This design comes from an exercise in tuning for small area, a short achievable clock period and few clock cycles on the open sky130 flow, not from production work. RTL that was checked went through simulation tests only; none was proved equivalent to the original. Only the layout flow was run in run 6; the RTL was not checked for function there. Power and IR drop assume default switching activity.

==> design.v <==
module pq_engine (
    input  wire         clk,
    input  wire         rst,
    input  wire         cmd_valid,
    output wire         cmd_ready,
    input  wire [4:0]   cmd_k,
    input  wire [4:0]   cmd_x,
    input  wire [4:0]   cmd_y,
    input  wire         cmd_two,
    input  wire         in_valid,
    output wire         in_ready,
    input  wire [127:0] in_data,
    output wire         out_valid,
    input  wire         out_ready,
    output wire [127:0] out_data,
    output wire [4:0]   out_pos
);
    localparam LANES = 16;
    localparam [1:0] S_IDLE = 2'd0,
                     S_LOAD = 2'd1,
                     S_OUT1 = 2'd2,
                     S_OUT2 = 2'd3;
    function [7:0] gf_mul2;
        input [7:0] a;
        begin
            gf_mul2 = {a[6:0], 1'b0} ^ (a[7] ? 8'h1D : 8'h00);
        end
    endfunction
    function [7:0] gf_mul;
        input [7:0] a;
        input [7:0] b;
        integer i;
        reg [7:0] p;
        reg [7:0] t;
        begin
            p = 8'h00;
            t = a;
            for (i = 0; i < 8; i = i + 1) begin
                if (b[i])
                    p = p ^ t;
                t = gf_mul2(t);
            end
            gf_mul = p;
        end
    endfunction
    function [7:0] t_gpow;
        input [4:0] i;
        begin
            t_gpow[0] = (~i[1] & i[2] & i[3] & ~i[4]) | (~i[1] & ~i[2] & i[3] & i[4]) | (i[0] & i[2] & ~i[3] & i[4]) | (~i[0] & ~i[1] & ~i[2] & ~i[4]) | (~i[0] & i[2] & i[3] & ~i[4]) | (~i[0] & i[1] & ~i[2] & ~i[3] & i[4]);
            t_gpow[1] = (i[0] & ~i[1] & ~i[2] & i[3]) | (i[1] & i[2] & i[3] & ~i[4]) | (~i[0] & ~i[2] & i[3] & i[4]) | (i[0] & ~i[1] & ~i[2] & ~i[4]) | (i[0] & i[2] & i[3] & ~i[4]) | (i[0] & i[1] & ~i[2] & ~i[3] & i[4]) | (~i[0] & i[1] & i[2] & ~i[3] & i[4]);
            t_gpow[2] = (~i[0] & ~i[2] & i[4]) | (~i[0] & ~i[2] & i[3]) | (~i[1] & i[2] & i[3] & ~i[4]) | (~i[1] & i[2] & ~i[3] & i[4]) | (~i[0] & i[1] & ~i[2]) | (i[1] & ~i[2] & i[3] & i[4]) | (i[0] & i[1] & i[2] & i[3]);
            t_gpow[3] = (i[0] & i[1] & ~i[2]) | (~i[0] & ~i[1] & i[3]) | (~i[2] & ~i[3] & i[4]) | (i[1] & ~i[3] & i[4]) | (~i[1] & ~i[2] & i[3] & ~i[4]);
            t_gpow[4] = (~i[1] & i[2] & i[4]) | (i[0] & ~i[2] & ~i[3] & i[4]) | (~i[1] & ~i[2] & i[3] & ~i[4]) | (~i[0] & i[1] & i[3] & ~i[4]) | (~i[0] & ~i[1] & i[2] & ~i[3]);
            t_gpow[5] = (~i[0] & i[1] & ~i[3] & i[4]) | (~i[1] & i[2] & ~i[3] & i[4]) | (i[1] & ~i[2] & i[3] & ~i[4]) | (~i[0] & i[1] & i[2] & i[4]) | (i[0] & ~i[2] & i[3] & ~i[4]) | (i[0] & i[1] & i[2] & i[3]) | (i[0] & ~i[1] & i[2] & ~i[3]) | (i[0] & i[2] & i[3] & i[4]);
            t_gpow[6] = (i[1] & i[2] & i[4]) | (i[1] & ~i[2] & i[3] & ~i[4]) | (i[0] & i[2] & ~i[3] & i[4]) | (i[0] & i[1] & ~i[3] & i[4]) | (~i[0] & i[1] & i[2] & ~i[3]) | (~i[0] & ~i[1] & ~i[2] & ~i[3] & i[4]) | (~i[0] & ~i[1] & i[2] & i[3] & ~i[4]);
            t_gpow[7] = (~i[1] & i[2] & i[3] & ~i[4]) | (i[1] & i[2] & ~i[3] & i[4]) | (i[0] & i[1] & i[2] & ~i[3]) | (~i[0] & i[2] & ~i[3] & i[4]) | (i[0] & i[1] & ~i[2] & i[3] & ~i[4]) | (i[0] & ~i[1] & ~i[2] & ~i[3] & i[4]) | (~i[0] & ~i[1] & ~i[2] & i[3] & i[4]);
        end
    endfunction
    function [7:0] t_ginv;
        input [4:0] i;
        begin
            t_ginv[0] = (i[1] & ~i[2] & ~i[3]) | (i[2] & ~i[3] & i[4]) | (~i[0] & ~i[2] & ~i[4]) | (i[0] & i[1] & ~i[3]) | (i[0] & ~i[3] & i[4]) | (i[0] & i[1] & i[4]) | (~i[0] & ~i[1] & i[3] & ~i[4]) | (~i[1] & ~i[2] & i[3] & ~i[4]) | (~i[0] & ~i[1] & ~i[2] & i[3]);
            t_ginv[1] = (~i[3] & i[4]) | (~i[0] & i[1] & ~i[3]) | (~i[1] & ~i[2] & i[3] & ~i[4]) | (i[1] & i[2] & ~i[3]) | (i[0] & ~i[1] & ~i[2] & ~i[4]) | (i[0] & ~i[2] & i[3] & ~i[4]) | (~i[0] & i[1] & ~i[2] & i[4]);
            t_ginv[2] = (i[0] & ~i[1] & ~i[2] & i[3]) | (~i[0] & i[1] & ~i[3] & ~i[4]) | (i[0] & ~i[2] & ~i[3] & ~i[4]) | (~i[0] & ~i[1] & ~i[2] & i[4]) | (i[1] & i[2] & i[3] & i[4]) | (i[0] & ~i[2] & i[3] & i[4]) | (i[0] & ~i[1] & ~i[3] & ~i[4]) | (i[0] & i[1] & i[2] & i[3]) | (i[0] & i[1] & i[2] & i[4]) | (~i[0] & ~i[1] & i[2] & i[3] & ~i[4]);
            t_ginv[3] = (i[0] & i[1] & ~i[2]) | (i[0] & ~i[1] & ~i[3]) | (i[1] & i[3] & ~i[4]) | (i[1] & ~i[2] & i[4]) | (~i[1] & i[2] & ~i[3]) | (i[0] & ~i[2] & ~i[4]) | (i[0] & ~i[3] & ~i[4]) | (~i[0] & i[2] & i[3] & ~i[4]) | (i[0] & i[2] & i[3] & i[4]);
            t_ginv[4] = (~i[0] & i[2] & ~i[4]) | (~i[2] & i[3] & i[4]) | (i[1] & i[2] & ~i[3]) | (~i[0] & ~i[1] & i[3] & i[4]) | (~i[1] & i[2] & i[3] & ~i[4]) | (i[0] & i[1] & ~i[2] & i[3]) | (i[0] & i[2] & ~i[3] & i[4]) | (~i[0] & ~i[1] & ~i[2] & i[4]);
            t_ginv[5] = (i[1] & ~i[2] & i[3]) | (i[2] & ~i[3] & i[4]) | (~i[2] & i[3] & i[4]) | (~i[1] & i[2] & i[3] & ~i[4]) | (i[1] & i[3] & i[4]) | (i[0] & i[1] & i[3]) | (i[0] & i[1] & ~i[2] & ~i[4]) | (i[0] & ~i[1] & i[2] & ~i[4]) | (~i[0] & i[1] & i[2] & ~i[3]);
            t_ginv[6] = (i[2] & ~i[3] & i[4]) | (~i[1] & i[2] & ~i[3]) | (i[0] & ~i[1] & ~i[2] & i[3]) | (~i[0] & i[1] & i[3] & ~i[4]) | (~i[0] & ~i[2] & i[3] & i[4]) | (i[0] & i[2] & i[4]) | (i[0] & i[1] & ~i[3] & i[4]) | (i[1] & ~i[2] & i[3] & ~i[4]) | (~i[0] & i[2] & i[3] & ~i[4]) | (~i[0] & i[1] & ~i[2] & ~i[4]);
            t_ginv[7] = (~i[1] & ~i[2] & i[3]) | (i[2] & ~i[3] & i[4]) | (i[0] & ~i[2] & ~i[4]) | (i[1] & ~i[3] & i[4]) | (~i[2] & i[3] & ~i[4]) | (~i[0] & ~i[1] & i[2] & ~i[3]) | (~i[0] & ~i[1] & i[3] & i[4]) | (i[0] & ~i[1] & i[3] & ~i[4]);
        end
    endfunction
    function [7:0] t_zinv;
        input [4:0] i;
        begin
            t_zinv[0] = (~i[0] & i[1] & ~i[3] & ~i[4]) | (i[0] & i[1] & ~i[2] & ~i[3]) | (i[0] & ~i[1] & i[2] & ~i[3]) | (~i[0] & ~i[1] & ~i[2] & ~i[3]) | (i[0] & i[2] & i[3] & i[4]) | (~i[0] & i[1] & ~i[2] & ~i[4]) | (i[0] & ~i[1] & ~i[2] & i[3] & ~i[4]) | (~i[0] & ~i[1] & i[2] & i[3] & ~i[4]);
            t_zinv[1] = (~i[0] & ~i[2] & i[4]) | (~i[0] & ~i[3] & ~i[4]) | (i[0] & i[1] & i[4]) | (~i[0] & ~i[1] & i[4]) | (~i[2] & i[3] & i[4]) | (~i[0] & i[1] & ~i[2]) | (i[0] & i[1] & i[2] & i[3]);
            t_zinv[2] = (~i[0] & i[1] & ~i[3]) | (i[0] & ~i[3] & ~i[4]) | (~i[1] & ~i[2] & ~i[3]) | (~i[1] & i[2] & i[3] & ~i[4]) | (i[0] & i[1] & ~i[2] & ~i[4]) | (~i[0] & ~i[1] & i[2] & i[3]) | (i[0] & ~i[1] & ~i[2] & i[4]);
            t_zinv[3] = (i[0] & ~i[1] & i[4]) | (i[1] & i[3] & i[4]) | (i[2] & i[3] & i[4]) | (i[0] & ~i[1] & ~i[2] & i[3]) | (i[0] & i[1] & i[2] & i[3]) | (~i[0] & i[1] & ~i[2] & i[3]) | (i[0] & ~i[1] & i[2] & ~i[3]) | (i[0] & i[1] & ~i[2] & ~i[3] & ~i[4]) | (~i[0] & i[1] & i[2] & ~i[3] & ~i[4]);
            t_zinv[4] = (i[1] & i[2] & ~i[3]) | (~i[0] & i[2] & i[4]) | (i[0] & i[1] & ~i[2] & ~i[4]) | (~i[0] & i[1] & ~i[2] & i[3]) | (i[0] & ~i[1] & ~i[2] & ~i[3]) | (~i[0] & i[2] & ~i[3]);
            t_zinv[5] = (i[0] & ~i[1] & ~i[4]) | (i[1] & ~i[2] & i[3]) | (~i[0] & ~i[3] & i[4]) | (~i[0] & ~i[2] & ~i[4]) | (~i[1] & i[2] & ~i[3]) | (i[1] & ~i[2] & i[4]);
            t_zinv[6] = (~i[1] & ~i[3]) | (i[2] & ~i[3] & ~i[4]) | (i[0] & ~i[3] & i[4]) | (~i[0] & i[1] & i[3] & ~i[4]) | (~i[0] & ~i[1] & i[2] & i[4]) | (i[0] & ~i[1] & i[2] & ~i[4]) | (i[1] & ~i[2] & i[3] & ~i[4]);
            t_zinv[7] = (i[0] & ~i[1]) | (i[2] & i[4]) | (~i[0] & i[3] & ~i[4]) | (i[1] & i[3] & i[4]) | (~i[2] & ~i[3] & ~i[4]) | (i[2] & i[3]);
        end
    endfunction
    reg         cb_v;          
    reg         cb_p;          
    reg         cmd_rdy;
    reg [4:0]   cb_k, cb_x, cb_y;
    reg         cb_two;
    assign cmd_ready = cmd_rdy;
    wire cmd_fire = cmd_valid & cmd_rdy;
    wire [4:0] cb_k1   = cb_k + 5'd1;
    wire       cx_data = (cb_x < cb_k);
    wire [4:0] cb_d    = cb_y - cb_x;
    wire       cb_m0   = (cb_x == 5'd0);
    wire       cb_m1   = cb_two & (cb_y == 5'd1);
    wire       cb_qm   = (cb_x == cb_k1) | (cb_two & (cb_y == cb_k1));
    wire       cb_pm   = (cb_x == cb_k) | (cb_two & (cb_y == cb_k));
    wire       cb_dd   = cx_data & cb_two & (cb_y < cb_k);
    wire       cb_dp   = cx_data & cb_two & (cb_y == cb_k);
    wire       cb_dq   = cx_data & cb_two & (cb_y == cb_k1);
    wire       cb_qa   = (cb_x == cb_k1);
    wire [7:0] cb_gx   = t_gpow(cb_x);
    wire [7:0] cb_gix  = t_ginv(cb_x);
    wire [7:0] cb_z    = t_zinv(cb_d);
    reg  [7:0] p_c;
    always @(posedge clk)
        p_c <= cb_dd ? gf_mul(cb_z, cb_gix) : (cb_dp ? cb_gix : 8'h01);
    wire [7:0] l_c   = p_c;
    wire [7:0] l_e   = cb_dq ? cb_gx :
                       cb_dd ? cb_z :
                       (cb_dp | cb_qa) ? 8'h01 : 8'h00;
    wire [7:0] l_c1  = gf_mul2(l_c);
    wire [4:0] l_p0  = cb_m0 ? (cb_m1 ? 5'd2 : 5'd1) : 5'd0;
    wire [7:0] l_cw0 = cb_m0 ? (cb_m1 ? gf_mul2(l_c1) : l_c1) : l_c;
    wire [4:0] l_lp  = cb_qm ? (cb_pm ? cb_k - 5'd1 : cb_k) : cb_k1;
    reg [1:0]   state;
    reg         in_rdy;
    reg [4:0]   k_r, x_r, y_r, lp_r;  
    reg         two_r;
    reg         sh_r;          
    reg         sx;            
    reg [4:0]   pos;           
    reg [7:0]   c_r, e_r;
    reg [7:0]   cw;            
    reg         isp_r, isq_r;  
    reg         last_r;        
    reg         first;         
    reg [127:0] acc_a, acc_x;
    assign in_ready  = in_rdy;
    assign out_valid = state[1];
    assign out_data  = acc_a;
    assign out_pos   = x_r;
    wire consume  = in_valid & in_rdy;
    wire out_fire = state[1] & out_ready;
    wire shift    = out_ready & sh_r;
    wire res_done = out_fire & ((state == S_OUT2) | ~two_r);
    wire load_row = cb_p & ((state == S_IDLE) | res_done);
    reg [1:0] state_n;
    always @(*) begin
        state_n = state;
        case (state)
            S_IDLE: if (cb_p) state_n = S_LOAD;
            S_LOAD: if (consume && last_r) state_n = S_OUT1;
            S_OUT1: if (out_ready) state_n = two_r ? S_OUT2 : (cb_p ? S_LOAD : S_IDLE);
            S_OUT2: if (out_ready) state_n = cb_p ? S_LOAD : S_IDLE;
        endcase
    end
    wire cb_v_n = cmd_fire | (cb_v & ~load_row);
    function is_missing;
        input [4:0] p;
        input [4:0] x;
        input [4:0] y;
        input       two;
        begin
            is_missing = (p == x) || (two && (p == y));
        end
    endfunction
    wire [4:0] pos1 = pos + 5'd1;
    wire [4:0] pos2 = pos + 5'd2;
    wire       m1   = is_missing(pos1, x_r, y_r, two_r);
    wire       m2   = is_missing(pos2, x_r, y_r, two_r);
    wire [4:0] pn   = m1 ? (m2 ? pos + 5'd3 : pos2) : pos1;
    wire [7:0] cw1  = gf_mul2(cw);
    wire [7:0] cw2  = gf_mul2(cw1);
    wire [7:0] cwn  = m1 ? (m2 ? gf_mul2(cw2) : cw2) : cw1;
    wire [7:0] w = isq_r ? c_r : (isp_r ? e_r : (cw ^ e_r));
    wire [7:0] wm [0:7];
    assign wm[0] = w;
    genvar gb, gl;
    generate
        for (gb = 1; gb < 8; gb = gb + 1) begin : g_wm
            assign wm[gb] = gf_mul2(wm[gb-1]);
        end
    endgenerate
    wire [127:0] prod;
    generate
        for (gl = 0; gl < LANES; gl = gl + 1) begin : g_lane
            wire [7:0] d = in_data[8*gl +: 8];
            genvar gj;
            for (gj = 0; gj < 8; gj = gj + 1) begin : g_bit
                wire t0, t1, t2, t3, u0, u1;
                pq_and_xor2 i_t0 (.a0(d[0]), .b0(wm[0][gj]), .a1(d[1]), .b1(wm[1][gj]), .y(t0));
                pq_and_xor2 i_t1 (.a0(d[2]), .b0(wm[2][gj]), .a1(d[3]), .b1(wm[3][gj]), .y(t1));
                pq_and_xor2 i_t2 (.a0(d[4]), .b0(wm[4][gj]), .a1(d[5]), .b1(wm[5][gj]), .y(t2));
                pq_and_xor2 i_t3 (.a0(d[6]), .b0(wm[6][gj]), .a1(d[7]), .b1(wm[7][gj]), .y(t3));
                pq_xor2 i_u0 (.a(t0), .b(t1), .y(u0));
                pq_xor2 i_u1 (.a(t2), .b(t3), .y(u1));
                pq_xor2 i_p  (.a(u0), .b(u1), .y(prod[8*gl + gj]));
            end
        end
    endgenerate
    wire         add_a = consume & ~isq_r;
    wire         selx  = consume & last_r & sx;
    wire         keep  = ~first & ~shift;
    wire [127:0] a_m   = (acc_x & {128{shift}}) | (acc_a & {128{keep}});
    wire [127:0] x_f   = (acc_x & {128{~first}}) ^ prod;
    always @(posedge clk) begin
        acc_a <= a_m ^ (in_data & {128{add_a}}) ^ (x_f & {128{selx}});
        if (consume)
            acc_x <= x_f;
        if (cmd_fire) begin
            cb_k   <= cmd_k;
            cb_x   <= cmd_x;
            cb_y   <= cmd_y;
            cb_two <= cmd_two;
        end
        if (load_row) begin
            k_r    <= cb_k;
            x_r    <= cb_x;
            y_r    <= cb_y;
            two_r  <= cb_two;
            lp_r   <= l_lp;
            sx     <= cb_qa | cb_dp | cb_dd;
            c_r    <= l_c;
            e_r    <= l_e;
            pos    <= l_p0;
            cw     <= l_cw0;
            isp_r  <= (l_p0 == cb_k);
            isq_r  <= 1'b0;
            last_r <= (l_p0 == l_lp);
        end else begin
            if (consume) begin
                pos    <= pn;
                cw     <= cwn;
                isp_r  <= (pn == k_r);
                isq_r  <= (pn == k_r + 5'd1);
                last_r <= (pn == lp_r);
            end
            if (shift)
                x_r <= y_r;
        end
        if (rst) begin
            state   <= S_IDLE;
            sh_r    <= 1'b0;
            cb_v    <= 1'b0;
            cb_p    <= 1'b0;
            cmd_rdy <= 1'b0;
            in_rdy  <= 1'b0;
            first   <= 1'b0;
        end else begin
            state   <= state_n;
            sh_r    <= (state_n == S_OUT1) & two_r;
            cb_v    <= cb_v_n;
            cb_p    <= cb_v & ~load_row;
            cmd_rdy <= ~cb_v_n;
            in_rdy  <= (state_n == S_LOAD);
            if (load_row)
                first <= 1'b1;
            else if (consume)
                first <= 1'b0;
        end
    end
endmodule
module pq_and_xor2 (
    input  wire a0,
    input  wire b0,
    input  wire a1,
    input  wire b1,
    output wire y
);
    assign y = (a0 & b0) ^ (a1 & b1);
endmodule
module pq_xor2 (
    input  wire a,
    input  wire b,
    output wire y
);
    assign y = a ^ b;
endmodule
==> flow/run.sh <==
#!/bin/bash
# Standard ORFS layout in two calls: synthesis and floorplan with no timing
# repair margin, then placement to the end with timing repair aimed below the
# clock period. Each call's output goes to its own log.
set -euo pipefail
bash standard.sh synth floorplan SETUP_SLACK_MARGIN=0 > orfs_synth_floorplan.log 2>&1
bash standard.sh finish SETUP_SLACK_MARGIN=14.0 "BUFFER_PORTS_ARGS=-buffer_cell sky130_fd_sc_hd__buf_2"  > orfs_place_route.log 2>&1
==> standard.sh <==
#!/bin/bash
# synth_recipe.tcl (not shown) runs the flow's synth.tcl, then flattens the netlist and writes it again
# the make line also repeats each setting of config.mk as NAME=value (left out here)
make -C /OpenROAD-flow-scripts/flow DESIGN_CONFIG=/design/flow/config.mk WORK_HOME=/design/flow/orfs CLKGATE_MAP_FILE= SYNTH_SCRIPT=/design/flow/synth_recipe.tcl "${@:-finish}"
==> config.mk <==
export PLATFORM = sky130hd
export DESIGN_NAME = pq_engine
export DESIGN_NICKNAME = pq_engine
export VERILOG_FILES = /design/flow/design.v
export SDC_FILE = /design/flow/constraint.sdc
export NUM_CORES = 8
export LEC_CHECK = 0
export CAP_MARGIN = 20
export CORE_MARGIN = 2
export CORE_UTILIZATION = 70
export CTS_CLUSTER_DIAMETER = 100
export CTS_CLUSTER_SIZE = 20
export SLEW_MARGIN = 20
export SYNTH_HIERARCHICAL = 1
==> constraint.sdc <==
create_clock -name core_clock -period 19.0 [get_ports {clk}]
set_input_delay 3.8000 -clock core_clock [delete_from_list [all_inputs] [get_ports {clk}]]
set_output_delay 3.8000 -clock core_clock [all_outputs]
set_load 0.01 [all_outputs]
==> results.py, run 1 <==
metrics = {
    "clock_tree": {
        "clk_latency_ns": 0.57,
        "ctsHoldBuffers": 0,
        "cts_htree_levels": 1,
        "cts_buffers": 21,
        "cts_tree": "yes",
        "clockBufferDepth": 3,
        "root_buffer": "clkbuf_16",
        "cts.sinks": 342,
        "clk_pin_slew_worst_paths_ns": 0.09,
    },
    "placement": {
        "post_dp_cell_area_sq_mm": 0.0355,
        "post-place-ws_ns": 12.80,
        "portBuffers": 284,
        "hpwl_um": 61300,
        "gp_congestion": 0.906,
    },
    "worst_hold_path": {
        "worst_hold_path.endpoint": "cb_p",
        "holdPathStages": 2,
        "worstHoldStart": "cb_v",
        "min_path_type": "flop to flop",
    },
    "synthesis": {
        "ys_warn_count": 7,
        "synth_top_cell_by_area": "xor2_1",
        "ys_types": 80,
        "avgSynthCellArea_sq_um": 7.87,
        "async_reset_ff_share_pct": 0,
        "yosys.area.top_type_share_pct": 28.2,
        "synth_edf_count": 197,
        "synth_nets": 4408,
        "ys_seq_area_share_pct": 26.4,
        "ys.flop_type": "edfxtp_1",
        "synth-seq-cells": 342,
        "synth.most_common_cell": "nand2_1",
        "ys_top_cells_by_area": "xor2_1 28%, edfxtp_1 18%, nand2_1 14%, xnor2_1 9.6%, dfxtp_1 8.7%",
        "synthCells": 4237,
        "syn_area_sq_mm": 0.0334,
        "synth_commonest_cells": "1243 x nand2_1, 1075 x xor2_1, 364 x xnor2_1, 197 x edfxtp_1, 189 x a21oi_1",
    },
    "sta": {
        "clock.fmax_mhz": 198,
        "setup_viol": 0,
        "finalHoldViolCount": 0,
        "setup_tns_ns": 0,
        "setup_ws_ns": 13.94,
        "rsz0062_at_grt": "true",
        "fin_crit_sh_pct": 26.6,
        "whs_ns": 0.440,
        "min_period_ns": 5.06,
        "relSlewSlack_pct": 25.0,
        "finClkSkew_ns": 0.0196,
        "tightest_slew_ns": 1.12,
        "slew_violations": 0,
    },
    "power": {
        "vdd_drop_max_mv": 0.0998,
        "power_density_mw_per_mm2": 121,
        "p_leak_nw": 14.6,
        "power_mw": 4.45,
    },
    "setup_path": {
        "cp-end-kind": "output port",
        "cp-start-kind": "flop",
        "r2r_end": "acc_a[126]",
        "rrSetupSlack_ns": 14.15,
        "arrival_ns": 1.26,
        "crit_required_ns": 15.20,
        "path_delay_family": "flip-flops",
        "critPathSlowestCell": "dfxtp_1",
        "cpPeakStageDelay_ns": 0.50,
        "criticalPathCategory": "flop to output port",
        "rr_worst_depth": 15,
        "crit_chain": "buf_2",
        "cp_max_fo": 4,
        "critPathBufInv": 1,
        "r2r-start": "isp_r",
    },
    "drt": {
        "detail_route.wirelength_um": 103000,
        "firstDrtPassIters": 6,
        "wl_per_cell_um": 20.2,
        "via_count": 30846,
        "viasPerCell": 6.06,
        "top_layer_used": "met5",
        "drc_errors": 0,
        "wl_met2_um": 46000,
        "wl_met1_um": 40100,
        "wl_met3_um": 11600,
        "drt_iter0_drc": 3734,
        "postRouteAntennaNets": 0,
    },
    "layout": {
        "drive_above_1_share_pct": 10.3,
        "areaGrowthSynthToFinish_pct": 9.79,
        "fin_area_sq_mm": 0.0366,
        "fin_nets": 4635,
        "fill_cells": 3478,
    },
    "global_route": {
        "grt_pass1_wl_um": 161000,
        "antenna_found_initial": 7,
        "grt_pass1_vias": 29437,
        "overflow": 0,
        "grt_max_degree": 97,
        "grt_use_total_pct": 40.3,
    },
    "job": {
        "cap_viol_max_count": 0,
    },
    "floorplan": {
        "num_io_pins": 285,
        "die_h_um": 222,
        "dieArea_sq_mm": 0.0494,
        "initial_utilization_pct": 71.4,
        "dieWidth_um": 222,
        "coreArea_sq_mm": 0.0468,
        "fp-row-count": 79,
    },
    "status": {
        "status": "finished clean",
    },
}
## metal layers
layer  track usage, %  up-vias
met5                0        -
met4             19.5       10
met3             6.78      362
met2             64.2     1814
met1             53.3    14515
li1                 -    14145
## cell usage in the layout, fill, tap and decap left out, drive strengths merged, types with 4 or more instances in the layout
cell type	synthesis	routed
diode	0	4
a31oi	6	6
nand3	155	155
xor2	1077	1077
nor2b	22	22
nor2	94	95
a22o	7	7
edfxtp	197	197
nand2b	141	141
xnor3	7	7
nand4	5	5
o21ai	74	74
inv	38	36
and2	10	12
o211ai	6	6
nor4	5	5
mux2i	18	18
or3	5	5
clkbuf	133	33
o22ai	11	11
nor3b	130	130
a22oi	7	7
a21o	5	5
buf	22	354
ha	21	21
or2	5	5
a221oi	11	11
and4	4	4
a21oi	189	189
nor3	14	14
and3	6	7
a211oi	12	12
nand2	1243	1243
dfxtp	145	145
clkinv	3	6
xnor2	368	368
## Yosys stat by module, one instance, submodules excluded
module,times used,flip-flops and latches,cells
pq_engine,1,342,2317
pq_and_xor2,512,0,3
pq_xor2,384,0,1
## area by class of cell
| class | count | area (sq um) | share of cell area (%) |
|---|---|---|---|
| clock inverter | 4 | 26.3 | 0.0717 |
| tap | 607 | 759 | 2.07 |
| multi-input combinational | 3703 | 24100 | 65.7 |
| inverter | 41 | 196 | 0.536 |
| timing repair buffer | 355 | 2170 | 5.93 |
| antenna | 4 | 10.0 | 0.0273 |
| clock buffer | 33 | 572 | 1.56 |
| sequential | 342 | 8830 | 24.1 |
## where the power goes
| group | internal [mW] | switching [mW] |
|---|---|---|
| clock network | 0.210 | 0.272 |
| registers | 1.05 | 0.106 |
| logic | 1.18 | 1.64 |
| total | 2.43 | 2.02 |
## state kept, by name (all words and copies together), names as in the netlist, 2 cells and up
signal	flops
acc_a	128
acc_x	128
c_r	8
cw	8
e_r	8
p_c	8
cb_k	5
cb_x	5
cb_y	5
k_r	5
lp_r	5
pos	5
x_r	5
y_r	5
state	2
## per-stage QoR
| step | utilization (%) | std cells |
|---|---|---|
| global route | 78.3 | 5086 |
| floorplan | - | 4237 |
| detailed placement | 75.9 | 5019 |
| CTS | 77.8 | 5072 |
| global placement | 75.9 | 5019 |
| finish | 78.3 | 5089 |
## how the worst max path moves through the flow
stage                         from          to  slack (ns)  depth (start not counted)
after floorplan              cw[2]  acc_a[100]        9.43                         14
after global placement    in_valid   acc_a[98]       12.87                          7
after detailed placement  in_valid  acc_a[100]       12.80                          7
after CTS                 in_valid   acc_a[28]       13.98                          7
after global routing         isp_r  acc_a[126]       13.89                         15
final                       in_rdy    in_ready       13.94                          1
## cells by family (layout without fill, tap and decap cells)
family | count (synthesis) | in the layout | share of synthesized area [%]
and+or+nand+nor | 1844 | 1848 | 24.5
muxes | 19 | 19 | 0.574
DFF | 342 | 342 | 26.4
AOI/OAI and AO/OA | 361 | 361 | 6.62
other | 0 | 4 | 0
adders and majority gates | 22 | 22 | 0.848
buffers and inverters | 196 | 433 | 2.33
xor gates and xnor gates | 1453 | 1453 | 38.7
## timing repair
| action | 4_1_cts | 5_1_grt |
|---|---|---|
| pin swaps | 4 | 2 |
| gates resized for setup | 30 | 26 |
| setup buffers | 10 | 12 |
| setup endpoints to repair | 329 | 279 |
| cloned | 6 | 1 |
Testbench counts, summed over its fixed seeds: cycles 8,497.
==> run 2, diff against run 1 <==
--- a/config.mk
+++ b/config.mk
@@ -10,5 +10,6 @@
 export CORE_UTILIZATION = 70
 export CTS_CLUSTER_DIAMETER = 100
 export CTS_CLUSTER_SIZE = 20
+export GPL_ROUTABILITY_DRIVEN = 0
 export SLEW_MARGIN = 20
 export SYNTH_HIERARCHICAL = 1
==> results.py, run 2 <==
metrics = {
    "setup_path": {
        "cp-end-kind": "output port",
        "cp_num_cells": 1,
        "crit_required_ns": 15.20,
        "crit_chain": "buf_2",
        "critPathSlowestCell": "dfxtp_1",
        "path_delay_family": "flip-flops",
        "cp-start-kind": "flop",
        "rr_worst_depth": 15,
        "cp_max_fo": 4,
        "criticalPathCategory": "flop to output port",
        "cpPeakStageDelay_ns": 0.50,
        "arrival_ns": 1.26,
        "critPathBufInv": 1,
    },
    "synthesis": {
        "ys_warn_count": 7,
        "ys_seq_area_share_pct": 26.4,
        "ys.flop_type": "edfxtp_1",
        "avgSynthCellArea_sq_um": 7.87,
        "synth_top_cell_by_area": "xor2_1",
        "yosys.area.top_type_share_pct": 28.2,
        "synth_nets": 4408,
        "ys_top_cells_by_area": "xor2_1 28%, edfxtp_1 18%, nand2_1 14%, xnor2_1 9.6%, dfxtp_1 8.7%",
        "synth.most_common_cell": "nand2_1",
        "syn_area_sq_mm": 0.0334,
        "async_reset_ff_share_pct": 0,
        "synthCells": 4237,
        "synth_commonest_cells": "1243 x nand2_1, 1075 x xor2_1, 364 x xnor2_1, 197 x edfxtp_1, 189 x a21oi_1",
        "synth-seq-cells": 342,
        "synth_edf_count": 197,
        "ys_types": 80,
    },
    "layout": {
        "final_cell_mix": "1241 x nand2_1, 1068 x xor2_1, 352 x xnor2_1, 284 x buf_2, 197 x edfxtp_1",
        "areaGrowthSynthToFinish_pct": 9.79,
        "fin_nets": 4635,
        "fin_util_pct": 78.3,
        "drive_above_1_share_pct": 10.3,
        "mostFrequentLayoutCell": "nand2_1",
        "reg_top3": "acc_a x128, acc_x x128",
    },
    "sta": {
        "min_period_ns": 5.06,
        "relSlewSlack_pct": 25.0,
        "tightest_slew_ns": 1.12,
        "whs_ns": 0.440,
        "finalHoldViolCount": 0,
        "slew_violations": 0,
        "setup_viol": 0,
        "fin_crit_sh_pct": 26.6,
        "clock.fmax_mhz": 198,
        "setup_ws_ns": 13.94,
        "rsz0062_at_grt": "true",
        "setup_tns_ns": 0,
        "finClkSkew_ns": 0.0196,
    },
    "power": {
        "p_seq_share_pct": 25.9,
        "p_leak_nw": 14.6,
        "vdd_drop_max_mv": 0.0998,
        "p_int_mw": 2.43,
        "p_clk_share_pct": 10.8,
        "power_frac_comb_pct": 63.3,
        "power_mw": 4.45,
        "power_switching_mw": 2.02,
        "power_density_mw_per_mm2": 121,
        "swShare_pct": 45.3,
    },
    "clock_tree": {
        "clk_latency_ns": 0.57,
        "cts_buffers": 21,
        "cts.sinks": 342,
        "cts_htree_levels": 1,
        "root_buffer": "clkbuf_16",
        "clockBufferDepth": 3,
        "cts_tree": "yes",
        "clk_pin_slew_worst_paths_ns": 0.09,
    },
    "worst_hold_path": {
        "min_path_type": "flop to flop",
        "holdPathStages": 2,
    },
    "drt": {
        "drc_errors": 0,
        "postRouteAntennaNets": 0,
        "wl_per_cell_um": 20.2,
        "viasPerCell": 6.06,
        "via_count": 30846,
        "drt_iter0_drc": 3734,
        "detail_route.wirelength_um": 103000,
        "firstDrtPassIters": 6,
    },
    "placement": {
        "hpwl_um": 61300,
        "portBuffers": 284,
        "post-place-ws_ns": 12.80,
    },
    "global_route": {
        "grt_max_degree": 97,
        "grt_pass1_wl_um": 161000,
        "overflow": 0,
        "grt_use_total_pct": 40.3,
        "grt_pass1_vias": 29437,
        "antenna_found_initial": 7,
    },
    "floorplan": {
        "die_h_um": 222,
        "initial_utilization_pct": 71.4,
        "dieArea_sq_mm": 0.0494,
        "coreArea_sq_mm": 0.0468,
        "fp-row-count": 79,
        "num_io_pins": 285,
        "dieWidth_um": 222,
    },
    "status": {
        "status": "finished clean",
    },
    "job": {
        "cap_viol_max_count": 0,
    },
}
-- run 2: cell counts in the layout (fill, tap and decap cells not counted) --
Identical to the previous run, type by type.
-- run 2: modules after synthesis, one instance, submodules excluded --
module	copies in the design	flip-flops and latches	cells inside	area, sq um
pq_and_xor2	512	0	3	16.3
pq_engine	1	342	2317	21700
pq_xor2	384	0	1	8.76
-- run 2: final timing paths --
| kind | slack (ns) | endpoint | start |
|---|---|---|---|
| setup / recovery | 13.94 | in_ready | in_rdy |
| hold / removal | 0.44 | cb_p | cb_v |
| setup reg to reg | 14.15 | acc_a[126] | isp_r |
| hold reg to reg | 0.44 | cb_p | cb_v |
-- run 2: power groups by stage --
stage / Sequential, mW / Clock [mW] / Combinational [mW]
after floorplan: 1.18 / 0 / 2.05
after global placement: 1.16 / 0 / 2.65
after detailed placement: 1.16 / 0 / 2.71
after CTS: 1.15 / 0.485 / 2.74
after global routing: 1.16 / 0.504 / 3.03
final: 1.15 / 0.482 / 2.81
-- run 2: timing repair --
item,in CTS,in global routing
hold buffers,0,0
buffers inserted,10,12
endpoints found under the setup margin,329,279
resized for setup,30,26
pin swaps,4,2
gates cloned,6,1
-- run 2: logic make-up after synthesis --
kind of cell / Yosys count / share of synthesized area (%)
buffers and inverters: 196 / 2.33
muxes: 19 / 0.574
and+or+nand+nor: 1844 / 24.5
DFF: 342 / 26.4
adders and majority gates: 22 / 0.848
AOI/OAI and AO/OA: 361 / 6.62
xor gates and xnor gates: 1453 / 38.7
-- run 2: metrics by stage --
step | std cells | cell area (sq um)
floorplan | 4237 | 33400
global route | 5086 | 36600
detailed placement | 5019 | 35500
finish | 5089 | 36600
global placement | 5019 | 35500
CTS | 5072 | 36400
-- run 2: cell type report --
| type | instances | area, sq um |
|---|---|---|
| inverter | 41 | 196 |
| antenna | 4 | 10.0 |
| timing repair buffer | 355 | 2170 |
| clock buffer | 33 | 572 |
| tap | 607 | 759 |
| sequential | 342 | 8830 |
| fill | 3478 | 10100 |
| multi-input combinational | 3703 | 24100 |
| clock inverter | 4 | 26.3 |
-- run 2: layer usage --
metal | vias to the layer above | share of wire, % | track usage (%)
li1 | 14145 | - | -
met5 | - | 0.054 | 0
met1 | 14515 | 39 | 53.3
met4 | 10 | 4.9 | 19.5
met3 | 362 | 11 | 6.78
met2 | 1814 | 45 | 64.2
==> run 3, diff against run 2 <==
==> flow/run.sh (replaced) <==
#!/bin/bash
# Standard ORFS layout in two calls: synthesis and floorplan with no timing
# repair margin, then placement to the end with timing repair aimed below the
# clock period. Each call's output goes to its own log.
set -euo pipefail
bash standard.sh synth floorplan SETUP_SLACK_MARGIN=0 > orfs_synth_floorplan.log 2>&1
bash standard.sh finish SETUP_SLACK_MARGIN=14.15 "BUFFER_PORTS_ARGS=-buffer_cell sky130_fd_sc_hd__buf_2"  > orfs_place_route.log 2>&1
--- a/config.mk
+++ b/config.mk
@@ -10,6 +10,5 @@
 export CORE_UTILIZATION = 70
 export CTS_CLUSTER_DIAMETER = 100
 export CTS_CLUSTER_SIZE = 20
-export GPL_ROUTABILITY_DRIVEN = 0
 export SLEW_MARGIN = 20
 export SYNTH_HIERARCHICAL = 1
==> results.py, run 3 <==
metrics = {
    "synthesis": {
        "syn_area_sq_mm": 0.0334,
        "synth-seq-cells": 342,
        "synthCells": 4237,
        "ys_top_cells_by_area": "xor2_1 28%, edfxtp_1 18%, nand2_1 14%, xnor2_1 9.6%, dfxtp_1 8.7%",
        "synth_edf_count": 197,
        "ys_types": 80,
        "async_reset_ff_share_pct": 0,
        "synth.most_common_cell": "nand2_1",
        "synth_nets": 4408,
        "synth_top_cell_by_area": "xor2_1",
        "ys.flop_type": "edfxtp_1",
        "ys_seq_area_share_pct": 26.4,
        "avgSynthCellArea_sq_um": 7.87,
        "ys_warn_count": 7,
        "synth_commonest_cells": "1243 x nand2_1, 1075 x xor2_1, 364 x xnor2_1, 197 x edfxtp_1, 189 x a21oi_1",
        "yosys.area.top_type_share_pct": 28.2,
    },
    "setup_path": {
        "crit_end": "acc_a[74]",
        "rrSetupSlack_ns": 14.17,
        "cp_num_cells": 8,
        "r2r_end": "acc_a[74]",
        "critPathSlowestCell": "xor2_1",
        "rr_worst_depth": 16,
        "cp_max_fo": 9,
        "cpPeakStageDelay_ns": 0.27,
        "crit_required_ns": 19.46,
        "cp-start-kind": "input pin",
        "path_delay_family": "XOR/XNOR gates",
        "critPathBufInv": 1,
        "cp-startpoint": "in_data[77]",
        "r2r-start": "cw[5]",
        "arrival_ns": 5.43,
        "criticalPathCategory": "input pin to flop",
        "crit_chain": "clkbuf_4, nand2_1, xor2_1, xor2_1, xor2_1, xnor2_1, nand3_1, xnor2_1",
        "cp-end-kind": "flop",
        "path_common_cell": "xor2_1",
    },
    "sta": {
        "tightest_slew_ns": 1.12,
        "clock.fmax_mhz": 201,
        "rsz0062_at_grt": "true",
        "setup_ws_ns": 14.03,
        "fin_crit_sh_pct": 26.2,
        "relSlewSlack_pct": 25.3,
        "finClkSkew_ns": 0.0244,
        "min_period_ns": 4.97,
        "setup_tns_ns": 0,
        "setup_viol": 0,
        "slew_violations": 0,
        "finalHoldViolCount": 0,
    },
    "clock_tree": {
        "cts_buffers": 21,
        "clk_latency_ns": 0.57,
        "cts_tree": "yes",
        "root_buffer": "clkbuf_16",
        "clockBufferDepth": 3,
        "cts_htree_levels": 1,
        "clk_pin_slew_worst_paths_ns": 0.09,
        "cts.sinks": 342,
    },
    "layout": {
        "final_cell_mix": "1225 x nand2_1, 1052 x xor2_1, 349 x xnor2_1, 197 x edfxtp_1, 185 x a21oi_1",
        "fin_nets": 4677,
        "reg_top3": "acc_a x128, acc_x x128",
        "drive_above_1_share_pct": 14.3,
        "final_cells": 5130,
        "mostFrequentLayoutCell": "nand2_1",
        "areaGrowthSynthToFinish_pct": 14.7,
    },
    "floorplan": {
        "dieWidth_um": 222,
        "num_io_pins": 285,
        "fp-row-count": 79,
        "dieArea_sq_mm": 0.0494,
        "coreArea_sq_mm": 0.0468,
        "die_h_um": 222,
        "initial_utilization_pct": 71.4,
    },
    "drt": {
        "postRouteAntennaNets": 0,
        "firstDrtPassIters": 6,
        "viasPerCell": 6.20,
        "detail_route.wirelength_um": 111000,
        "wl_per_cell_um": 21.7,
        "drc_errors": 0,
        "drt_iter0_drc": 4300,
        "via_count": 31804,
    },
    "power": {
        "power_density_mw_per_mm2": 122,
        "p_leak_nw": 15.1,
        "p_seq_share_pct": 25.5,
        "swShare_pct": 44.9,
        "p_clk_share_pct": 10.4,
        "vdd_drop_max_mv": 0.113,
        "power_frac_comb_pct": 64.1,
        "p_int_mw": 2.57,
        "power_switching_mw": 2.10,
    },
    "job": {
        "cap_viol_max_count": 0,
    },
    "placement": {
        "post-place-ws_ns": 12.80,
        "dp_cells": 5019,
        "gp_congestion": 0.906,
        "hpwl_um": 61300,
        "portBuffers": 284,
    },
    "global_route": {
        "grt_pass1_vias": 29776,
        "grt_pass1_wl_um": 163000,
        "grt_use_total_pct": 41.1,
        "grt_max_degree": 97,
        "antenna_found_initial": 6,
        "overflow": 0,
    },
    "worst_hold_path": {
        "holdPathStages": 2,
        "min_path_type": "flop to flop",
    },
    "status": {
        "status": "finished clean",
    },
}
[run 3: cell types whose count changed in the layout (fill, tap and decap cells not counted), sizes merged, moves of 3 or more]
cell / before / now
buf: 354 / 331
clkbuf: 33 / 96
clkinvlp: 2 / 5
inv: 36 / 33
[run 3: final cells by class]
| class | instances | area (sq um) |
|---|---|---|
| Sequential cell | 342 | 8990 |
| Antenna cell | 3 | 7.51 |
| Timing Repair inverter | 1 | 8.76 |
| Clock buffer | 33 | 572 |
| Multi-Input combinational cell | 3705 | 24400 |
| Tap cell | 607 | 759 |
| Clock inverter | 4 | 26.3 |
| Inverter | 41 | 213 |
| Fill cell | 3153 | 8480 |
| Timing Repair Buffer | 394 | 3340 |
[run 3: logic make-up (layout without fill, tap and decap cells)]
kind of cell	Yosys count	in the layout	synth area share, %
adder cells (fa/ha/maj)	22	22	0.848
AO/OA/AOI/OAI	361	361	6.62
AND/OR/NAND/NOR	1844	1849	24.5
XOR/XNOR	1453	1454	38.7
multiplexers	19	19	0.574
buffers and inverters	196	473	2.33
flip-flops	342	342	26.4
other	0	3	0
[run 3: power groups by stage]
stage / Clock, mW / Sequential [mW] / Combinational [mW]
CTS: 0.485 / 1.18 / 2.80
global placement: 0 / 1.16 / 2.65
detailed placement: 0 / 1.16 / 2.71
global route: 0.506 / 1.20 / 3.19
floorplan: 0 / 1.18 / 2.05
finish: 0.486 / 1.19 / 2.99
[run 3: worst min path at each step]
stage | start | endpoint
final | cb_v | cb_p
after global routing | cb_v | cb_p
after CTS | cb_v | cb_p
after detailed placement | cb_v | cb_p
after global placement | cb_v | cb_p
after floorplan | p_c[6] | c_r[6]
[run 3: per-stage QoR]
stage          instance area (sq um)  total power, mW  hold slack (ns)  utilization [%]
2_1_floorplan                  33400             3.22            0.406                -
3_3_place_gp                   35500             3.81            0.414             75.9
3_5_place_dp                   35500             3.88            0.422             75.9
4_1_cts                        37000             4.46            0.432             79.2
5_1_grt                        38300             4.90            0.489             81.9
6_report                       38300             4.67            0.447             81.9
[run 3: metal layers]
layer / share of wire (%) / GRT usage (%) / vias to the layer above
met1: 37 / 53.9 / 14960
met3: 13 / 6.96 / 454
met5: 0.044 / 0 / -
met4: 5.5 / 19.3 / 8
li1: - / - / 14229
met2: 44 / 66.1 / 2153
[run 3: timing repair]
action | CTS | global route
setup buffers | 22 | 29
hold buffers | 0 | 0
hold endpoints to repair | 0 | 0
cloned | 8 | 12
pin swaps | 5 | 221
endpoints found under the setup margin | 449 | 224
resized for setup | 196 | 280
[run 3: worst register-to-register path, cell delays in order, from the launching register on]
cell,delay (ns)
edfxtp_1,0.55
nor2b_1,0.21
xnor2_1,0.22
nor2_1,0.09
a21oi_2,0.40
xnor2_1,0.31
xnor2_2,0.33
buf_4,0.46
xor2_4,0.37
buf_4,0.36
nand2_1,0.11
xor2_1,0.19
xor2_1,0.20
xor2_1,0.27
xnor2_1,0.27
nand3_1,0.19
xnor2_1,0.20
[run 3: modules after synthesis, one instance, submodules excluded]
module | times used | flops+latches | cells
pq_engine | 1 | 342 | 2317
pq_and_xor2 | 512 | 0 | 3
pq_xor2 | 384 | 0 | 1
==> run 4, diff against run 3 <==
==> flow/run.sh (replaced) <==
#!/bin/bash
# Standard ORFS layout in two calls: synthesis and floorplan with no timing
# repair margin, then placement to the end with timing repair aimed below the
# clock period. Each call's output goes to its own log.
set -euo pipefail
bash standard.sh synth floorplan SETUP_SLACK_MARGIN=0 > orfs_synth_floorplan.log 2>&1
bash standard.sh finish SETUP_SLACK_MARGIN=14.05 "BUFFER_PORTS_ARGS=-buffer_cell sky130_fd_sc_hd__buf_2"  > orfs_place_route.log 2>&1
==> results.py, run 4 <==
metrics = {
    "drt": {
        "drc_errors": 0,
        "viasPerCell": 6.08,
        "drt_iter0_drc": 3834,
        "wl_per_cell_um": 20.4,
        "firstDrtPassIters": 7,
        "detail_route.wirelength_um": 104000,
        "via_count": 30992,
        "postRouteAntennaNets": 0,
    },
    "synthesis": {
        "yosys.area_share.adder_pct": 0.848,
        "synthCells": 4237,
        "ys_warn_count": 7,
        "synth_nets": 4408,
        "synth_commonest_cells": "1243 x nand2_1, 1075 x xor2_1, 364 x xnor2_1, 197 x edfxtp_1, 189 x a21oi_1",
        "ys.flop_type": "edfxtp_1",
        "synth_compound_gate_area_share_pct": 6.62,
        "synth_top_cell_by_area": "xor2_1",
        "ys_seq_area_share_pct": 26.4,
        "ys_top_cells_by_area": "xor2_1 28%, edfxtp_1 18%, nand2_1 14%, xnor2_1 9.6%, dfxtp_1 8.7%",
        "async_reset_ff_share_pct": 0,
        "synthMuxAreaShare_pct": 0.574,
        "synth_edf_count": 197,
        "synth-simple-area-share_pct": 24.5,
        "ys_types": 80,
        "synth_top_family_by_area": "XOR/XNOR gates",
        "yosys.area.top_type_share_pct": 28.2,
        "synth-seq-cells": 342,
        "synth_xor_area_share_pct": 38.7,
        "synth.most_common_cell": "nand2_1",
        "avgSynthCellArea_sq_um": 7.87,
        "syn_area_sq_mm": 0.0334,
    },
    "clock_tree": {
        "cts_tree": "yes",
        "cts_buffers": 21,
        "ctsHoldBuffers": 0,
        "cts_htree_levels": 1,
        "clockBufferDepth": 3,
        "clk_pin_slew_worst_paths_ns": 0.09,
        "clk_latency_ns": 0.57,
        "cts.sinks": 342,
        "root_buffer": "clkbuf_16",
    },
    "setup_path": {
        "r2r_end": "acc_a[106]",
        "critPathBufInv": 1,
        "crit_chain": "buf_2",
        "cp-end-kind": "output port",
        "r2r-start": "cw[5]",
        "rrSetupSlack_ns": 14.06,
        "arrival_ns": 1.29,
        "critPathSlowestCell": "dfxtp_1",
        "crit_required_ns": 15.20,
        "cpPeakStageDelay_ns": 0.53,
        "cp-start-kind": "flop",
        "cp-startpoint": "in_rdy",
        "cp_max_fo": 4,
        "path_delay_family": "flip-flops",
        "rr_worst_depth": 16,
        "criticalPathCategory": "flop to output port",
    },
    "floorplan": {
        "die_h_um": 222,
        "coreArea_sq_mm": 0.0468,
        "num_io_pins": 285,
        "fp-row-count": 79,
        "initial_utilization_pct": 71.4,
        "dieArea_sq_mm": 0.0494,
        "dieWidth_um": 222,
    },
    "sta": {
        "clock.fmax_mhz": 196,
        "relSlewSlack_pct": 24.9,
        "finClkSkew_ns": 0.0256,
        "rsz0062_at_grt": "true",
        "finalHoldViolCount": 0,
        "fin_crit_sh_pct": 26.8,
        "slew_violations": 0,
        "setup_viol": 0,
        "setup_tns_ns": 0,
        "whs_ns": 0.430,
        "tightest_slew_ns": 1.13,
        "min_period_ns": 5.09,
    },
    "layout": {
        "fin_nets": 4647,
        "drive_above_1_share_pct": 10.9,
        "fin_util_pct": 78.8,
        "mostFrequentLayoutCell": "nand2_1",
        "final_cell_mix": "1241 x nand2_1, 1067 x xor2_1, 352 x xnor2_1, 271 x buf_2, 197 x edfxtp_1",
        "areaGrowthSynthToFinish_pct": 10.4,
        "final_cells": 5100,
        "reg_top3": "acc_a x128, acc_x x128",
    },
    "power": {
        "p_leak_nw": 14.7,
        "vdd_drop_max_mv": 0.0995,
        "power_density_mw_per_mm2": 121,
    },
    "global_route": {
        "antenna_found_initial": 8,
        "grt_pass1_vias": 29489,
        "overflow": 0,
        "grt_max_degree": 97,
        "grt_pass1_wl_um": 161000,
        "grt_use_total_pct": 40.4,
    },
    "placement": {
        "gp_congestion": 0.906,
        "dp_cells": 5019,
        "hpwl_um": 61300,
        "portBuffers": 284,
    },
    "status": {
        "status": "finished clean",
    },
    "job": {
        "cap_viol_max_count": 0,
    },
    "worst_hold_path": {
        "holdPathStages": 2,
        "worst_hold_path.endpoint": "cb_p",
        "worstHoldStart": "cb_v",
        "min_path_type": "flop to flop",
    },
}
-- run 4: worst max-delay path by stage --
stage,to,slack (ns),cells past startpoint
2_1_floorplan,acc_a[100],9.43,14
3_3_place_gp,acc_a[98],12.87,7
3_5_place_dp,acc_a[100],12.80,7
4_1_cts,acc_a[118],14.03,5
5_1_grt,in_ready,13.90,1
6_report,in_ready,13.91,1
-- run 4: cells by family after synthesis --
group	after synthesis
xor gates and xnor gates	1453
and+or+nand+nor	1844
buffers and inverters	196
adders and majority gates	22
DFF	342
AOI/OAI and AO/OA	361
muxes	19
-- run 4: area by class of cell --
class,instances,area [sq um]
antenna,3,7.51
clock buffer,33,572
clock inverter,4,26.3
fill,3437,9910
inverter,41,208
multi-input combinational,3704,24100
sequential,342,8830
tap,607,759
timing repair buffer,365,2300
timing repair inverter,1,8.76
-- run 4: power by group --
group / switching, mW / total, mW / leakage [nW] / internal, mW
clock network: 0.272 / 0.482 / 0.288 / 0.210
registers: 0.105 / 1.15 / 3.00 / 1.05
logic: 1.65 / 2.83 / 11.4 / 1.18
-- run 4: modules after synthesis (local to each module, per instance) --
module	flops+latches	cell area, sq um
pq_engine	342	21700
pq_and_xor2	0	16.3
pq_xor2	0	8.76
-- run 4: routing by layer --
layer	share of wire, %	track usage, %
met1	39	53.3
met2	45	64.4
met3	11	7.11
met4	4.9	19.4
met5	0.067	0
-- run 4: metrics by stage --
step	cell area, sq um	power [mW]	worst slack, ns
final	36800	4.47	13.91
after global placement	35500	3.81	12.87
after CTS	36400	4.37	14.03
after floorplan	33400	3.22	9.43
after detailed placement	35500	3.88	12.80
after global routing	36800	4.72	13.90
-- run 4: repair_timing --
action,CTS,global route
buffers inserted,14,17
setup endpoints to repair,361,199
resized for setup,36,54
pin swaps,4,30
cloned,7,3
==> run 5, diff against run 4 <==
==> flow/run.sh (replaced) <==
#!/bin/bash
# Standard ORFS layout in two calls: synthesis and floorplan with no timing
# repair margin, then placement to the end with timing repair aimed below the
# clock period. Each call's output goes to its own log.
set -euo pipefail
bash standard.sh synth floorplan SETUP_SLACK_MARGIN=0 > orfs_synth_floorplan.log 2>&1
bash standard.sh finish SETUP_SLACK_MARGIN=13.95 "BUFFER_PORTS_ARGS=-buffer_cell sky130_fd_sc_hd__buf_2"  > orfs_place_route.log 2>&1
==> results.py, run 5 <==
metrics = {
    "clock_tree": {
        "cts_htree_levels": 1,
        "cts.sinks": 342,
        "clockBufferDepth": 3,
        "root_buffer": "clkbuf_16",
        "cts_buffers": 21,
        "clk_pin_slew_worst_paths_ns": 0.09,
        "clk_latency_ns": 0.57,
        "ctsHoldBuffers": 0,
        "cts_tree": "yes",
    },
    "global_route": {
        "grt_pass1_vias": 29328,
        "overflow": 0,
        "grt_pass1_wl_um": 160000,
        "grt_use_total_pct": 40.0,
        "grt_max_degree": 110,
        "antenna_found_initial": 6,
    },
    "drt": {
        "detail_route.wirelength_um": 103000,
        "viasPerCell": 6.08,
        "drc_errors": 0,
        "via_count": 30929,
        "drt_iter0_drc": 3696,
        "firstDrtPassIters": 8,
        "postRouteAntennaNets": 0,
        "wl_per_cell_um": 20.3,
    },
    "status": {
        "status": "finished clean",
    },
    "floorplan": {
        "num_io_pins": 285,
        "dieArea_sq_mm": 0.0494,
        "coreArea_sq_mm": 0.0468,
        "initial_utilization_pct": 71.4,
        "dieWidth_um": 222,
        "fp-row-count": 79,
        "die_h_um": 222,
    },
    "sta": {
        "rsz0062_at_grt": "true",
        "slew_violations": 0,
        "tightest_slew_ns": 1.13,
        "finClkSkew_ns": 0.0252,
        "min_period_ns": 5.05,
        "relSlewSlack_pct": 24.6,
        "clock.fmax_mhz": 198,
        "setup_ws_ns": 13.95,
        "finalHoldViolCount": 0,
        "setup_tns_ns": 0,
        "fin_crit_sh_pct": 26.6,
        "setup_viol": 0,
    },
    "setup_path": {
        "cp-startpoint": "in_rdy",
        "cp_num_cells": 1,
        "cp-end-kind": "output port",
        "crit_chain": "buf_2",
        "criticalPathCategory": "flop to output port",
        "arrival_ns": 1.25,
        "rrSetupSlack_ns": 14.17,
        "cpPeakStageDelay_ns": 0.50,
        "rr_worst_depth": 19,
        "r2r-start": "cw[7]",
        "cp_max_fo": 4,
        "cp-start-kind": "flop",
        "critPathBufInv": 1,
        "crit_end": "in_ready",
        "crit_required_ns": 15.20,
        "r2r_end": "acc_a[76]",
        "path_delay_family": "flip-flops",
        "critPathSlowestCell": "dfxtp_1",
    },
    "synthesis": {
        "synth_top_family_by_area": "XOR/XNOR gates",
        "yosys.area_share.adder_pct": 0.848,
        "synth_edf_count": 197,
        "ys_warn_count": 7,
        "ys.flop_type": "edfxtp_1",
        "synth.most_common_cell": "nand2_1",
        "ys_seq_area_share_pct": 26.4,
        "avgSynthCellArea_sq_um": 7.87,
        "synth_xor_area_share_pct": 38.7,
        "ys_top_cells_by_area": "xor2_1 28%, edfxtp_1 18%, nand2_1 14%, xnor2_1 9.6%, dfxtp_1 8.7%",
        "synth_compound_gate_area_share_pct": 6.62,
        "syn_area_sq_mm": 0.0334,
        "synth_commonest_cells": "1243 x nand2_1, 1075 x xor2_1, 364 x xnor2_1, 197 x edfxtp_1, 189 x a21oi_1",
        "async_reset_ff_share_pct": 0,
        "ys_types": 80,
        "synthCells": 4237,
        "synth_nets": 4408,
        "synth_top_cell_by_area": "xor2_1",
        "synthMuxAreaShare_pct": 0.574,
        "synth-seq-cells": 342,
        "yosys.area.top_type_share_pct": 28.2,
        "synth-simple-area-share_pct": 24.5,
    },
    "layout": {
        "drive_above_1_share_pct": 10.3,
        "fin_area_sq_mm": 0.0366,
        "mostFrequentLayoutCell": "nand2_1",
        "final_cell_mix": "1241 x nand2_1, 1068 x xor2_1, 352 x xnor2_1, 284 x buf_2, 197 x edfxtp_1",
        "multi_input_area_sq_mm": 0.0241,
        "fin_nets": 4633,
        "ff_latch_area_sq_mm": 0.00882,
        "reg_top3": "acc_a x128, acc_x x128",
        "fin_util_pct": 78.2,
        "fill_cells": 3475,
        "areaGrowthSynthToFinish_pct": 9.65,
    },
    "placement": {
        "hpwl_um": 61300,
        "post_dp_cell_area_sq_mm": 0.0355,
        "post-place-ws_ns": 12.80,
        "gp_congestion": 0.906,
        "portBuffers": 284,
    },
    "power": {
        "power_frac_comb_pct": 63.2,
        "power_density_mw_per_mm2": 122,
        "p_seq_share_pct": 25.9,
        "power_mw": 4.45,
        "p_leak_nw": 14.6,
        "p_int_mw": 2.43,
        "vdd_drop_max_mv": 0.100,
        "p_clk_share_pct": 10.9,
        "swShare_pct": 45.4,
        "power_switching_mw": 2.02,
    },
    "worst_hold_path": {
        "min_path_type": "flop to flop",
    },
    "job": {
        "cap_viol_max_count": 0,
    },
}
[run 5: cell types whose count changed in the layout (fill, tap and decap cells not counted), moves of 9 or more]
| cell | change |
|---|---|
| buf_4 | -9 |
| clkbuf_4 | -13 |
| dfxtp_1 | +9 |
| buf_2 | +13 |
| dfxtp_2 | -9 |
[run 5: power groups by stage]
stage | Combinational [mW] | Sequential [mW] | Clock (mW)
finish | 2.81 | 1.15 | 0.483
global route | 3.03 | 1.16 | 0.505
CTS | 2.74 | 1.15 | 0.485
detailed placement | 2.71 | 1.16 | 0
global placement | 2.65 | 1.16 | 0
floorplan | 2.05 | 1.18 | 0
[run 5: layer usage]
| metal | wire (um) | GRT usage [%] |
|---|---|---|
| met1 | 40300 | 52.8 |
| met2 | 46400 | 64.4 |
| met3 | 11600 | 7.02 |
| met4 | 4750 | 17.7 |
| met5 | 70 | 0 |
[run 5: modules after synthesis (local to each module, per instance)]
| module | cell area, sq um | flip-flops and latches | cells inside |
|---|---|---|---|
| pq_and_xor2 | 16.3 | 0 | 3 |
| pq_engine | 21700 | 342 | 2317 |
| pq_xor2 | 8.76 | 0 | 1 |
[run 5: layout make-up]
cell class	instances	area share, %
diodes	2	0.0137
clock buffers	33	1.56
clock inverters	4	0.0718
inverters	41	0.530
multi-input cells	3703	65.8
flip-flops and latches	342	24.1
well taps	607	2.08
repair buffers	353	5.86
[run 5: kinds of logic (layout without fill, tap and decap cells)]
kind of cell | after synthesis | count (layout)
and+or+nand+nor | 1844 | 1848
xor gates and xnor gates | 1453 | 1453
AOI/OAI and AO/OA | 361 | 361
DFF | 342 | 342
buffers and inverters | 196 | 431
adders and majority gates | 22 | 22
muxes | 19 | 19
other | 0 | 2
[run 5: what timing repair did]
item,CTS,global route
gates cloned,4,3
endpoints found under the setup margin,317,209
setup buffers,9,11
resized for setup,27,22
pin swaps,4,0
[run 5: how the worst min path moves through the flow]
stage,from,endpoint,depth (start not counted)
after detailed placement,cb_v,cb_p,2
after floorplan,p_c[6],c_r[6],0
after global routing,cb_v,cb_p,2
final,cb_v,cb_p,2
after CTS,cb_v,cb_p,2
after global placement,cb_v,cb_p,2
[run 5: through the flow]
step / hold WS (ns) / std cells
5_1_grt: 0.487 / 5083
2_1_floorplan: 0.406 / 4237
6_report: 0.437 / 5085
3_3_place_gp: 0.414 / 5019
4_1_cts: 0.432 / 5069
3_5_place_dp: 0.422 / 5019
[run 5: worst min-delay path, stage by stage, from the launching register on]
cell and delay (ns):
dfxtp_1 0.32, nand2_1 0.05, nor2_1 0.03
==> run 6, diff against run 5 <==
--- a/design.v
+++ b/design.v
@@ -88,7 +88,7 @@
     reg [4:0]   cb_k, cb_x, cb_y;
     reg         cb_two;
     assign cmd_ready = cmd_rdy;
-    wire cmd_fire = cmd_valid & cmd_rdy;
+    wire cmd_fire = cmd_valid & ~cb_v;      
     wire [4:0] cb_k1   = cb_k + 5'd1;
     wire       cx_data = (cb_x < cb_k);
     wire [4:0] cb_d    = cb_y - cb_x;
@@ -131,7 +131,7 @@
     assign out_valid = state[1];
     assign out_data  = acc_a;
     assign out_pos   = x_r;
-    wire consume  = in_valid & in_rdy;
+    wire consume  = in_valid & (state == S_LOAD);    
     wire out_fire = state[1] & out_ready;
     wire shift    = out_ready & sh_r;
     wire res_done = out_fire & ((state == S_OUT2) | ~two_r);
@@ -173,7 +173,7 @@
             assign wm[gb] = gf_mul2(wm[gb-1]);
         end
     endgenerate
-    wire [127:0] prod;
+    wire [127:0] prod;             
     generate
         for (gl = 0; gl < LANES; gl = gl + 1) begin : g_lane
             wire [7:0] d = in_data[8*gl +: 8];
@@ -186,7 +186,7 @@
                 pq_and_xor2 i_t3 (.a0(d[6]), .b0(wm[6][gj]), .a1(d[7]), .b1(wm[7][gj]), .y(t3));
                 pq_xor2 i_u0 (.a(t0), .b(t1), .y(u0));
                 pq_xor2 i_u1 (.a(t2), .b(t3), .y(u1));
-                pq_xor2 i_p  (.a(u0), .b(u1), .y(prod[8*gl + gj]));
+                pq_xor2_en i_p (.a(u0), .b(u1), .en(consume), .y(prod[8*gl + gj]));
             end
         end
     endgenerate
@@ -197,8 +197,7 @@
     wire [127:0] x_f   = (acc_x & {128{~first}}) ^ prod;
     always @(posedge clk) begin
         acc_a <= a_m ^ (in_data & {128{add_a}}) ^ (x_f & {128{selx}});
-        if (consume)
-            acc_x <= x_f;
+        acc_x <= x_f;
         if (cmd_fire) begin
             cb_k   <= cmd_k;
             cb_x   <= cmd_x;
@@ -235,7 +234,7 @@
             sh_r    <= 1'b0;
             cb_v    <= 1'b0;
             cb_p    <= 1'b0;
-            cmd_rdy <= 1'b0;
+            cmd_rdy <= 1'b1;
             in_rdy  <= 1'b0;
             first   <= 1'b0;
         end else begin
@@ -268,3 +267,11 @@
 );
     assign y = a ^ b;
 endmodule
+module pq_xor2_en (
+    input  wire a,
+    input  wire b,
+    input  wire en,
+    output wire y
+);
+    assign y = (a ^ b) & en;
+endmodule
==> results.py, run 6 <==
metrics = {
    "floorplan": {
        "dieArea_sq_mm": 0.0488,
        "dieWidth_um": 221,
        "initial_utilization_pct": 70.9,
        "num_io_pins": 285,
        "fp-row-count": 79,
        "die_h_um": 221,
        "coreArea_sq_mm": 0.0465,
    },
    "global_route": {
        "grt_max_degree": 100,
        "antenna_found_initial": 11,
        "grt_pass1_vias": 30050,
        "overflow": 0,
        "grt_pass1_wl_um": 163000,
        "grt_use_total_pct": 40.7,
    },
    "power": {
        "vdd_drop_max_mv": 0.139,
        "power_density_mw_per_mm2": 128,
        "p_leak_nw": 14.7,
    },
    "synthesis": {
        "ys_warn_count": 7,
        "synth_edf_count": 69,
        "syn_area_sq_mm": 0.0329,
        "synth_top_cell_by_area": "xor2_1",
        "yosys.area.top_type_share_pct": 28.4,
        "avgSynthCellArea_sq_um": 7.54,
        "ys_types": 79,
        "synth.most_common_cell": "nand2_1",
        "synth_commonest_cells": "1231 x nand2_1, 1070 x xor2_1, 368 x xnor2_1, 273 x dfxtp_1, 191 x a21oi_1",
        "async_reset_ff_share_pct": 0,
        "synthCells": 4371,
        "ys_top_cells_by_area": "xor2_1 28%, dfxtp_1 17%, nand2_1 14%, xnor2_1 9.8%, edfxtp_1 6.3%",
        "synth_nets": 4542,
        "synth-seq-cells": 342,
        "ys_seq_area_share_pct": 22.9,
        "ys.flop_type": "dfxtp_1",
    },
    "drt": {
        "drt_iter0_drc": 3613,
        "via_count": 31558,
        "viasPerCell": 6.06,
        "detail_route.wirelength_um": 104000,
        "firstDrtPassIters": 6,
        "postRouteAntennaNets": 0,
        "wl_per_cell_um": 19.9,
        "drc_errors": 0,
    },
    "worst_hold_path": {
        "worst_hold_path.endpoint": "cb_p",
        "min_path_type": "flop to flop",
        "holdPathStages": 1,
        "worstHoldStart": "cb_v",
    },
    "job": {
        "cap_viol_max_count": 0,
    },
    "placement": {
        "post-place-ws_ns": 11.75,
        "portBuffers": 284,
        "gp_congestion": 0.910,
        "hpwl_um": 59800,
    },
    "clock_tree": {
        "root_buffer": "clkbuf_16",
        "clk_latency_ns": 0.59,
        "clockBufferDepth": 3,
        "cts.sinks": 342,
        "cts_tree": "yes",
        "cts_htree_levels": 1,
        "ctsHoldBuffers": 0,
        "clk_pin_slew_worst_paths_ns": 0.10,
        "cts_buffers": 21,
    },
    "sta": {
        "slew_violations": 0,
        "relSlewSlack_pct": 22.8,
        "setup_ws_ns": 13.96,
        "fin_crit_sh_pct": 26.5,
        "rsz0062_at_grt": "true",
        "clock.fmax_mhz": 199,
        "tightest_slew_ns": 1.16,
        "min_period_ns": 5.04,
        "setup_tns_ns": 0,
        "finalHoldViolCount": 0,
        "finClkSkew_ns": 0.0435,
        "setup_viol": 0,
    },
    "layout": {
        "mostFrequentLayoutCell": "nand2_1",
        "final_cell_mix": "1229 x nand2_1, 1061 x xor2_1, 355 x xnor2_1, 271 x dfxtp_1, 270 x buf_2",
        "reg_top3": "acc_a x128, acc_x x128",
        "drive_above_1_share_pct": 10.0,
        "fill_cells": 3508,
        "areaGrowthSynthToFinish_pct": 10.7,
        "fin_nets": 4758,
    },
    "setup_path": {
        "cp-end-kind": "flop",
        "crit_required_ns": 19.47,
        "rrSetupSlack_ns": 14.12,
        "rr_worst_depth": 18,
        "criticalPathCategory": "input pin to flop",
        "r2r-start": "cw[6]",
        "cp-start-kind": "input pin",
        "cp_max_fo": 9,
        "arrival_ns": 5.51,
        "r2r_end": "acc_a[4]",
    },
    "status": {
        "status": "finished clean",
    },
}
run 6: final cells by class:
cell class	count	area, sq um	area share [%]
Clock buffer	25	541	1.48
Timing Repair inverter	2	17.5	0.0480
Tap cell	607	759	2.08
Sequential cell	342	7540	20.7
Clock inverter	2	22.5	0.0617
Multi-Input combinational cell	3819	25000	68.4
Antenna cell	8	20.0	0.0549
Inverter	44	190	0.521
Timing Repair Buffer	357	2430	6.67
run 6: repair_timing:
action | 4_1_cts | 5_1_grt
gates resized for setup | 40 | 43
endpoints found under the setup margin | 272 | 124
pin swaps | 4 | 22
gates cloned | 15 | 1
buffers inserted | 5 | 10
run 6: critical path, stage by stage:
cell and delay (ns):
buf_2 0.22, nand2_1 0.10, xor2_1 0.19, xor2_1 0.24, xor2_2 0.29, and2_4 0.22, xnor2_2 0.12, nand4_1 0.13
xnor2_1 0.18
run 6: metrics by stage:
step           power [mW]  instances  hold slack (ns)  area, sq um  util, %
2_1_floorplan        3.34       4371            0.406        32900        -
3_3_place_gp         4.01       5140            0.475        35000     75.4
3_5_place_dp         4.06       5140            0.489        35100     75.5
4_1_cts              4.57       5187            0.498        36200     77.9
5_1_grt              4.94       5205            0.525        36500     78.5
6_report             4.66       5206            0.508        36500     78.5
run 6: Yosys stat by module (local to each module, per instance):
module,cells,copies in the design,cell area [sq um]
pq_engine,2323,1,20500
pq_and_xor2,3,512,16.3
pq_xor2,1,256,8.76
pq_xor2_en,2,128,15.0
run 6: worst max-delay path by stage:
| stage | start | end | slack, ns |
|---|---|---|---|
| detailed placement | in_valid | acc_a[75] | 11.75 |
| global route | in_data[21] | acc_a[16] | 13.91 |
| finish | in_data[4] | acc_a[7] | 13.96 |
| CTS | out_ready | acc_a[8] | 13.97 |
| floorplan | cw[6] | acc_a[124] | 9.44 |
| global placement | in_valid | acc_a[93] | 11.85 |
run 6: logic make-up after synthesis:
logic type,after synthesis,share of synthesized area [%]
and+or+nand+nor,1963,27.7
xor gates and xnor gates,1448,38.8
DFF,342,22.9
buffers and inverters,213,2.49
adders and majority gates,22,0.858
AOI/OAI and AO/OA,362,6.61
muxes,21,0.649
run 6: power breakdown:
| part | switching (mW) | internal (mW) | total, mW |
|---|---|---|---|
| clock network | 0.272 | 0.204 | 0.476 |
| logic | 1.85 | 1.26 | 3.11 |
| registers | 0.125 | 0.942 | 1.07 |
| total | 2.25 | 2.40 | 4.66 |
run 6: metal layers:
| metal | part of all wire, % | track usage, % | wire [um] | up-vias |
|---|---|---|---|---|
| li1 | - | - | - | 14528 |
| met4 | 5.2 | 20.2 | 5440 | 6 |
| met1 | 40 | 52.3 | 41300 | 14978 |
| met3 | 10 | 7.78 | 10700 | 373 |
| met5 | 0.035 | 0 | 36 | - |
| met2 | 45 | 65.4 | 46300 | 1673 |

-- what the ideal ports hide --
In the flow no input, the clock included, has a driving cell. The finished layouts below were timed again as built, in two steps.
Step 1, drivers: a clkbuf_16 drives clk and a buf_2 each remaining input, both assumed.
Step 2 also shifts input and output timing later by t, the mid clock arrival at the registers, as if the neighbouring blocks saw the same clock.
Slacks: ideal ports / drivers / drivers and shift; pairs: ideal ports / drivers.
| run | t, ns | slack for setup (ns) |
|---|---|---|
| run 1 | 0.618 | 13.944 / 13.885 / 13.458 |
| run 2 | 0.618 | 13.944 / 13.885 / 13.458 |
| run 3 | 0.620 | 14.029 / 14.011 / 13.440 |
| run 4 | 0.620 | 13.911 / 13.848 / 13.471 |
| run 5 | 0.619 | 13.948 / 13.889 / 13.423 |
| run 6 | 0.628 | 13.963 / 13.927 / 13.360 |
After both steps setup and hold are still met in every run listed.
